What follows belongs to an exercise in optimizing a design on an open flow for small area, a short achievable clock period and few clock cycles; a production flow would make more cautious choices. The RTL was checked by simulation tests, not by an equivalence proof against the original design. Power and IR drop assume default switching activity.

==> job 9965: inputs <==
Design mcv_cal, start of the top module:
module mcv_cal (
    input  wire        clk,
    input  wire        rst,
    input  wire        s_valid,
    output wire        s_ready,
    input  wire [1:0]  s_op,       
    input  wire [2:0]  s_conv,
    input  wire [27:0] s_data,
    output reg         o_valid,
    output reg         o_kind,     
    output reg  [2:0]  o_conv,
    output reg  [11:0] o_raw,
    output reg         o_clamp,
    output reg         o_ok,
    output reg  [15:0] o_gain,
    output reg  [11:0] o_offset
);
export LEC_CHECK = 0
export CAP_MARGIN = 20
export CORE_MARGIN = 2
export CORE_UTILIZATION = 60
export SLEW_MARGIN = 20
create_clock -name core_clock -period 12.0 [get_ports {clk}]
standard.sh (not shown) runs the stock make flow with config.mk's settings and CLKGATE_MAP_FILE= SYNTH_SCRIPT=/design/flow/synth_recipe.tcl, a recipe that flattens the netlist after the stock synthesis.
==> flow/flow/run.sh <==
#!/bin/bash
# The standard layout (standard.sh: the standard synthesis and the ORFS
# steps with the standard flow's config.mk and constraint.sdc, unchanged), with two
# changes to how ORFS builds it:
# - repair_timing is asked to leave more setup slack than the default, so
#   that it also shortens paths that already meet the design's clock period;
# - the buffers that ORFS puts on every input and output port are buf_4
#   cells instead of the slow delay cells it picks by default.
set -euo pipefail
bash standard.sh SETUP_SLACK_MARGIN=8.5 \
    "BUFFER_PORTS_ARGS=-buffer_cell sky130_fd_sc_hd__buf_4" finish > run_make.log 2>&1
==> job 9778: changes against job 9965 <==
--- a/flow/flow/run.sh
+++ b/flow/flow/run.sh
@@ -9,3 +9,3 @@
 set -euo pipefail
-bash standard.sh SETUP_SLACK_MARGIN=8.5 \
+bash standard.sh SETUP_SLACK_MARGIN=8 \
     "BUFFER_PORTS_ARGS=-buffer_cell sky130_fd_sc_hd__buf_4" finish > run_make.log 2>&1
--- a/flow/config.mk
+++ b/flow/config.mk
@@ -9,3 +9,3 @@
 export CORE_MARGIN = 2
-export CORE_UTILIZATION = 60
+export CORE_UTILIZATION = 40
 export SLEW_MARGIN = 20
==> qor summary <==
| item | job 9778 | job 9965 |
|---|---|---|
| Run status | complete, no violations | complete, no violations |
| Max-Slew Margin vs Limit | 23.3% | 26.7% |
| Via density per instance | 5.56 | 6.26 |
| Worst reg2reg startpoint | m_bo[0]$_DFF_P_ | a_gc[0]$_SDFF_PP0_ |
| Post-DP HPWL | 73.6 mm | 73.3 mm |
| Final design instance area without fill | 0.0474 sq mm | 0.0484 sq mm |
| Critical register-to-register path endpoint | p_c$_DFF_P_ | sum_lo[5][15]$_DFFE_PP_ |
| Met3 track demand over resource in global routing | 3.66% | 4.59% |
| Crit-path max cell delay | 0.52 ns | 0.36 ns |
| Total of plain and repair buffers excluding clock buffers | 142 | 258 |
| Amount of wire on met3 after detailed routing | 7.81 mm | 8.08 mm |
| Setup Fix Bufs, Post-CTS | 0 | 34 |
| Areal power density over the cells | 147 mW/mm^2 | 136 mW/mm^2 |
| Initial antenna violation count | 6 | 2 |
| Multi-input logic portion of the cell area | 34.7% | 34.9% |
| Area used by multi-input combinational logic | 0.0164 sq mm | 0.0169 sq mm |
| Worst-Margin Slew | 1.15 ns | 1.09 ns |
| Post-detailed-placement cell area | 0.0438 sq mm | 0.0433 sq mm |
| Clock distribution power | 0.00317 W | 0.00273 W |
| Total of clock buffers placed in the layout | 121 | 129 |
| Initial detailed-routing violation count | 2614 | 2693 |
| Critical path arrival | 1.42 ns | 1.14 ns |
| Non-clock buffer share of cell area | 2.28% | 5.28% |
Testbench counts of job 9965, summed over its fixed seeds: cycles 19,150.
Testbench counts of job 9778, summed over its fixed seeds: cycles 19,150.

========
==> try-cedar: inputs <==
mcv_cal, a different RTL version from the one above (not shown whole).
Settings: LEC_CHECK=0, CAP_MARGIN=20, CORE_MARGIN=2, CORE_UTILIZATION=40, SLEW_MARGIN=20; clock period 12.0 ns.
==> flow/flow/run.sh <==
#!/bin/bash
# The standard layout (standard.sh: the standard synthesis and the ORFS
# steps with the standard flow's config.mk and constraint.sdc, unchanged), with two
# changes to how ORFS builds it:
# - repair_timing is asked to leave more setup slack than the default, so
#   that it also shortens paths that already meet the design's clock period;
# - the buffers that ORFS puts on every input and output port are buf_4
#   cells instead of the slow delay cells it picks by default.
set -euo pipefail
bash standard.sh SETUP_SLACK_MARGIN=8.5 \
    "BUFFER_PORTS_ARGS=-buffer_cell sky130_fd_sc_hd__buf_4" finish > run_make.log 2>&1
==> try-pepper (differences from try-cedar) <==
--- a/flow/design.v
+++ b/flow/design.v
@@ -611,27 +611,28 @@
     reg [16:0] dv_r;
     reg [3:0]  dv_ro;
     reg [4:0]  dv_n;
     reg        dv_okm;           
     reg [2:0]  dv_conv;
     wire [7:0] dv_sel = 8'd1 << dv_conv;
     reg [5:0]  dv_km;            
-    reg [3:0]  dv_mh;            
+    reg [15:0] dv_qg;            
+    reg [11:0] dv_qo;            
     wire        dv_k1   = (dv_n == 5'd0);
     wire [17:0] k_d     = dv_d - {1'b0, dv_r};
     wire [17:0] k_l     = k_d + 18'h6666;
     wire [21:0] k_m     = {2'b00, dv_r, 3'b000} - {4'd0, dv_d} + 22'd28679;
-    wire [17:0] g_t   = {dv_r, o_gain[15]};
+    wire [17:0] g_t   = {dv_r, dv_qg[15]};
     wire [18:0] g_s   = {1'b0, g_t} - {1'b0, dv_d};
     wire        g_q   = ~g_s[18];
-    wire [15:0] g_nxt = {o_gain[14:0], g_q};
-    wire [4:0]  f_t   = {dv_ro, dv_mh[3]};
+    wire [15:0] g_nxt = {dv_qg[14:0], g_q};
+    wire [4:0]  f_t   = {dv_ro, dv_qo[11]};
     wire        f_q   = (f_t >= 5'd14);
-    wire [11:0] f_nxt = {o_offset[10:0], f_q ^ (dv_n == 5'd5)};
-    wire        dv_k1b  = busy & dv_k1;
+    wire        f_on  = (dv_n >= 5'd5);
+    wire [11:0] f_nxt = {dv_qo[10:0], f_q ^ (dv_n == 5'd5)};
     wire        dv_last = (dv_n == 5'd16);
     wire        dv_wr   = busy & dv_last & dv_okm;
     reg        m_v;
     reg [2:0]  m_conv;
     reg [17:0] m_x;
     reg        m_g15;
     reg [7:0]  m_bo, m_bt, m_bn;     
@@ -706,39 +707,38 @@
             dv_conv <= a_conv;
             dv_n    <= 5'd0;
         end else begin
             dv_n <= dv_n + 5'd1;
             if (dv_k1) begin
                 dv_d     <= k_d;
                 dv_r     <= 17'h0B333;
+                dv_qg    <= k_l[16:1];
+                dv_ro    <= k_m[15:12];
+                dv_qo    <= k_m[11:0];
                 dv_km    <= k_m[21:16];
             end else begin
                 if (dv_n == 5'd1)
-                    dv_okm <= (dv_km == 6'd0) && ({dv_mh, o_offset} >= 16'd21504) &&
-                              ({dv_mh, o_offset} <= 16'd35853) &&
+                    dv_okm <= (dv_km == 6'd0) && ({dv_ro, dv_qo} >= 16'd21504) &&
+                              ({dv_ro, dv_qo} <= 16'd35853) &&
                               (dv_d >= 18'd89077) && (dv_d <= 18'd94589);
                 dv_r   <= g_q ? g_s[16:0] : g_t[16:0];
+                dv_qg  <= g_nxt;
+                if (f_on) begin
+                    dv_ro <= f_q ? (f_t - 5'd14) : f_t[3:0];
+                    dv_qo <= f_nxt;
+                end
             end
         end
         o_kind  <= ~p_v;
         o_conv  <= p_v ? p_conv : dv_conv;
         o_raw   <= m_neg ? 12'd0 : (m_big ? 12'd4095 : q_hi[12:1]);
         o_clamp <= m_neg | m_big;
         o_ok    <= dv_okm;
-        if (dv_k1b) begin
-            o_gain   <= k_l[16:1];
-            dv_ro    <= 4'd0;
-            dv_mh    <= k_m[15:12];
-            o_offset <= k_m[11:0];
-        end else begin
-            o_gain   <= g_nxt;
-            dv_ro    <= f_q ? (f_t - 5'd14) : f_t[3:0];
-            dv_mh    <= {dv_mh[2:0], o_offset[11]};
-            o_offset <= f_nxt;
-        end
+        o_gain  <= g_nxt;
+        o_offset <= f_nxt;
         ld <= ld_nx;
         em <= em_nx;
         hv <= hv_nx;
         lt <= lt_nx;
         if (rst) begin
             busy    <= 1'b0;
             rdy     <= 1'b1;
==> flow/flow/run.sh (replaced) <==
#!/bin/bash
# The standard layout (standard.sh: the standard synthesis and the ORFS
# steps with the standard flow's config.mk and constraint.sdc, unchanged), with two
# changes to how ORFS builds it:
# - repair_timing is asked to leave more setup slack than the default, so
#   that it also shortens paths that already meet the design's clock period;
# - the buffers that ORFS puts on every input and output port are buf_4
#   cells instead of the slow delay cells it picks by default.
set -euo pipefail
bash standard.sh SETUP_SLACK_MARGIN=8.3 \
    "BUFFER_PORTS_ARGS=-buffer_cell sky130_fd_sc_hd__buf_4" finish > run_make.log 2>&1
==> notes <==
In try-pepper the count of clock-buffer cells in the layout is higher than in try-cedar, by 5. In hold slack, try-pepper and try-cedar hardly differ. Between try-cedar and try-pepper, the lower via count is in try-pepper (gap 0.28%, measured against try-pepper). In try-cedar the core utilization is higher than in try-pepper, by 2.2 points.
Testbench counts of try-cedar, summed over its fixed seeds: cycles 19,150.
Testbench counts of try-pepper, summed over its fixed seeds: cycles 19,150.

[static timing again, ports no longer ideal]
The results above use ideal ports. As a check the final layouts listed here were re-extracted and re-timed, cells and wires unchanged. Step 1, drivers: a clkbuf_16 drives clk and a buf_2 each remaining input, both assumed. Step 2 also shifts input and output timing later by t, the mid clock arrival at the registers, as if the neighbouring blocks saw the same clock. Slacks: ideal / step 1 / step 2; pairs: ideal / step 1.
| run | shift t [ns] | setup WS [ns] | clock arrival spread, ns | slew at the worst register clock pin (ns) | worst slew at a driven data input, ns |
|---|---|---|---|---|---|
| job 9965 | 0.714 | 8.462 / 8.395 / 8.055 | 0.043 / 0.043 | 0.07 / 0.07 | 0.05 |
| job 9778 | 0.746 | 8.184 / 8.117 / 8.028 | 0.053 / 0.054 | 0.07 / 0.07 | 0.04 |
| try-cedar | 0.734 | 8.403 / 8.336 / 7.963 | 0.038 / 0.038 | 0.07 / 0.07 | 0.08 |
| try-pepper | 0.727 | 8.371 / 8.304 / 8.227 | 0.037 / 0.036 | 0.07 / 0.07 | 0.04 |
After both steps setup and hold are still met in every run listed. For try-cedar, which loses most, drivers alone change the setup slack by -0.067 ns; drivers and shift together by -0.440 ns.
